From an optimization exercise on the open Yosys and OpenROAD flow, aimed at small area and a short achievable clock period; shortcuts taken in it are not production practice. Only simulation tests tie the RTL to the original design; equivalence was not proved. No activity file was given, so power comes from the tool's default toggle rates.

## long_acc4
module long_acc4 (
    input  wire         clk,
    input  wire         rst,
    input  wire [1:0]   cmd,
    input  wire [8:0]   open_w,
    input  wire [5:0]   open_c,
    input  wire         open_clamp,
    input  wire         open_lost,
    input  wire [3:0]   fmt_a,
    input  wire [15:0]  a,
    input  wire [7:0]   scale_a,
    input  wire [3:0]   fmt_b,
    input  wire [63:0]  b,
    input  wire [31:0]  scale_b,
    output reg          out_valid,
    output wire [511:0] out_acc,
    output wire         out_clamp,
    output wire         out_lost
);
clock: 26.0 ns
lec_check: 0
cap_margin: 20
core_margin: 2
core_utilization: 35
cts_cluster_diameter: 110
cts_cluster_size: 22
slew_margin: 20
standard.sh (not shown) runs the stock make flow with config.mk's settings and CLKGATE_MAP_FILE= SYNTH_SCRIPT=/design/flow/synth_recipe.tcl, a recipe that flattens the netlist after the stock synthesis.
==> flow/flow/run.sh <==
#!/bin/bash
# The standard layout, with plain buffers (not delay buffers) on the ports and
# timing repair aimed at 19.35 ns of setup slack.
set -uo pipefail
export BUFFER_PORTS_ARGS="-buffer_cell sky130_fd_sc_hd__buf_1"
export SETUP_SLACK_MARGIN=19.35
bash standard.sh > standard.log 2>&1
Edit:
==> flow/flow/run.sh (replaced) <==
#!/bin/bash
# The standard layout, with plain buffers (not delay buffers) on the ports and
# timing repair aimed at 19.3 ns of setup slack.
set -uo pipefail
export BUFFER_PORTS_ARGS="-buffer_cell sky130_fd_sc_hd__buf_1"
export SETUP_SLACK_MARGIN=19.3
bash standard.sh > standard.log 2>&1
--- a/flow/config.mk
+++ b/flow/config.mk
@@ -9,5 +9,5 @@
 export CORE_MARGIN = 2
 export CORE_UTILIZATION = 35
-export CTS_CLUSTER_DIAMETER = 110
-export CTS_CLUSTER_SIZE = 22
+export CTS_CLUSTER_DIAMETER = 100
+export CTS_CLUSTER_SIZE = 18
 export SLEW_MARGIN = 20
After rerunning: Routed wire length drops slightly. Non-clock buffer count is higher by 12. Fmax decreases slightly. Count of clock-buffer cells in the layout increases by 13. Clock power climbs by roughly a tenth. Core utilization falls by 0.15 points. Final area came out lower slightly.
Edit:
--- a/flow/config.mk
+++ b/flow/config.mk
@@ -8,6 +8,4 @@
 export CAP_MARGIN = 20
 export CORE_MARGIN = 2
-export CORE_UTILIZATION = 35
-export CTS_CLUSTER_DIAMETER = 100
-export CTS_CLUSTER_SIZE = 18
+export CORE_UTILIZATION = 40
 export SLEW_MARGIN = 20
What happened:
- The changed run finished with timing, DRC and antenna clean
- final cell count fell by 2.2%
- utilization came out higher by 6.1 points
- area after synthesis does not change
- die area drops by 12%
- final area came out higher by 1.3%
- critical path depth is unchanged
- synthesized cell count does not change
- via count barely changes

* * *

Starting RTL as in the previous note.
Design long_acc4, start of the top module:
module long_acc4 (
    input  wire         clk,
    input  wire         rst,
    input  wire [1:0]   cmd,
    input  wire [8:0]   open_w,
    input  wire [5:0]   open_c,
    input  wire         open_clamp,
    input  wire         open_lost,
    input  wire [3:0]   fmt_a,
    input  wire [15:0]  a,
    input  wire [7:0]   scale_a,
    input  wire [3:0]   fmt_b,
    input  wire [63:0]  b,
    input  wire [31:0]  scale_b,
    output reg          out_valid,
    output wire [511:0] out_acc,
    output wire         out_clamp,
    output wire         out_lost
);
    localparam CMD_OPEN   = 2'd1;
    localparam CMD_UPDATE = 2'd2;
    localparam CMD_READ   = 2'd3;
    wire        ia_nan, ia_inf, ia_fs, ia_nz;
    wire [11:0] ia_v;
    wire [7:0]  ia_ef, ia_sc;
    wire [3:0]  ia_tz;
    wire [5:0]  ia_one, ia_two, ia_ng;
    lt_decode u_dec_a (
        .fmt(fmt_a), .x(a), .scale(scale_a),
        .is_nan(ia_nan), .is_inf(ia_inf), .fs(ia_fs), .v(ia_v), .nz(ia_nz),
        .ef(ia_ef), .sc(ia_sc), .tz(ia_tz)
    );
    lt_booth u_booth (.a(ia_v), .one(ia_one), .two(ia_two), .ng(ia_ng));
    reg         updD, rdD, clrD, oclD, olsD;
    reg [3:0]   faD, fbD;
    reg         anD, aiD, azD;
    reg [7:0]   aeD, asD;
    reg [3:0]   atD;
    reg [5:0]   oneD, twoD, ngD;
    reg [3:0]   negD;
    reg [11:0]  bvD  [0:3];
    reg [7:0]   beD  [0:3];
    reg [7:0]   bsD  [0:3];
    reg [3:0]   bnD, biD;
    reg signed [8:0] win_w;
  ...
==> flow/config.mk <==
export PLATFORM = sky130hd
export DESIGN_NAME = long_acc4
export DESIGN_NICKNAME = long_acc4
export VERILOG_FILES = /design/flow/design.v
export SDC_FILE = /design/flow/constraint.sdc
export NUM_CORES = 8
export LEC_CHECK = 0
export CAP_MARGIN = 20
export CORE_MARGIN = 2
export CORE_UTILIZATION = 30
export CTS_CLUSTER_DIAMETER = 110
export CTS_CLUSTER_SIZE = 22
export SLEW_MARGIN = 20
==> flow/constraint.sdc <==
create_clock -name core_clock -period 26.0 [get_ports {clk}]
set_input_delay 5.2000 -clock core_clock [delete_from_list [all_inputs] [get_ports {clk}]]
set_output_delay 5.2000 -clock core_clock [all_outputs]
set_load 0.01 [all_outputs]
==> flow/flow/run.sh <==
#!/bin/bash
# The standard layout, with plain buffers (not delay buffers) on the ports and
# timing repair aimed at 19.3 ns of setup slack.
set -uo pipefail
export BUFFER_PORTS_ARGS="-buffer_cell sky130_fd_sc_hd__buf_1"
export SETUP_SLACK_MARGIN=19.3
bash standard.sh > standard.log 2>&1
Rerun with:
- CAP_MARGIN: 20 -> 10
- CORE_UTILIZATION: 30 -> 35
- SLEW_MARGIN: 20 -> 10
What happened: The new run finished clean; worst setup slack degrades by 0.0031 ns; area after synthesis does not change; wire length is about the same; final cell count falls by 4.2%; worst hold slack improves by 0.0039 ns; combinational power hardly moves; non-clock buffer count falls by 20; sequential share of layout area rises by 0.26 points; power rises by 1.0%; clock power stays flat.

what the ideal ports hide:
No port has a modelled driver above. Below, the same layouts with a new extraction and two added sets of constraints.
Step 1, drivers: a clkbuf_16 drives clk and a buf_2 each remaining input, both assumed.
Step 2 moves the port delays by t, midway between the first and last clock arrival at a register: inputs arrive t later, outputs are due t later. That takes back most of the time a late clock gives input paths.
a / b / c = no drivers / after step 1 / after step 2; a / b = the first two.
run	shift t [ns]	setup slack, ns	hold slack, ns
the first run of note 1	0.859	19.353 / 19.258 / 18.717	0.332 / 0.332 / 0.332
the second run of note 1	0.850	19.318 / 19.223 / 18.713	0.332 / 0.332 / 0.332
the third run of note 1	0.877	19.335 / 19.248 / 18.538	0.325 / 0.325 / 0.325
the first run of note 2	0.859	19.327 / 19.221 / 18.747	0.329 / 0.329 / 0.329
the second run of note 2	0.880	19.324 / 19.225 / 18.658	0.333 / 0.333 / 0.333
After both steps every run listed still meets setup and hold. The setup slack of the third run of note 1, which loses most, moves by -0.087 ns with the drivers and by -0.797 ns with both steps.
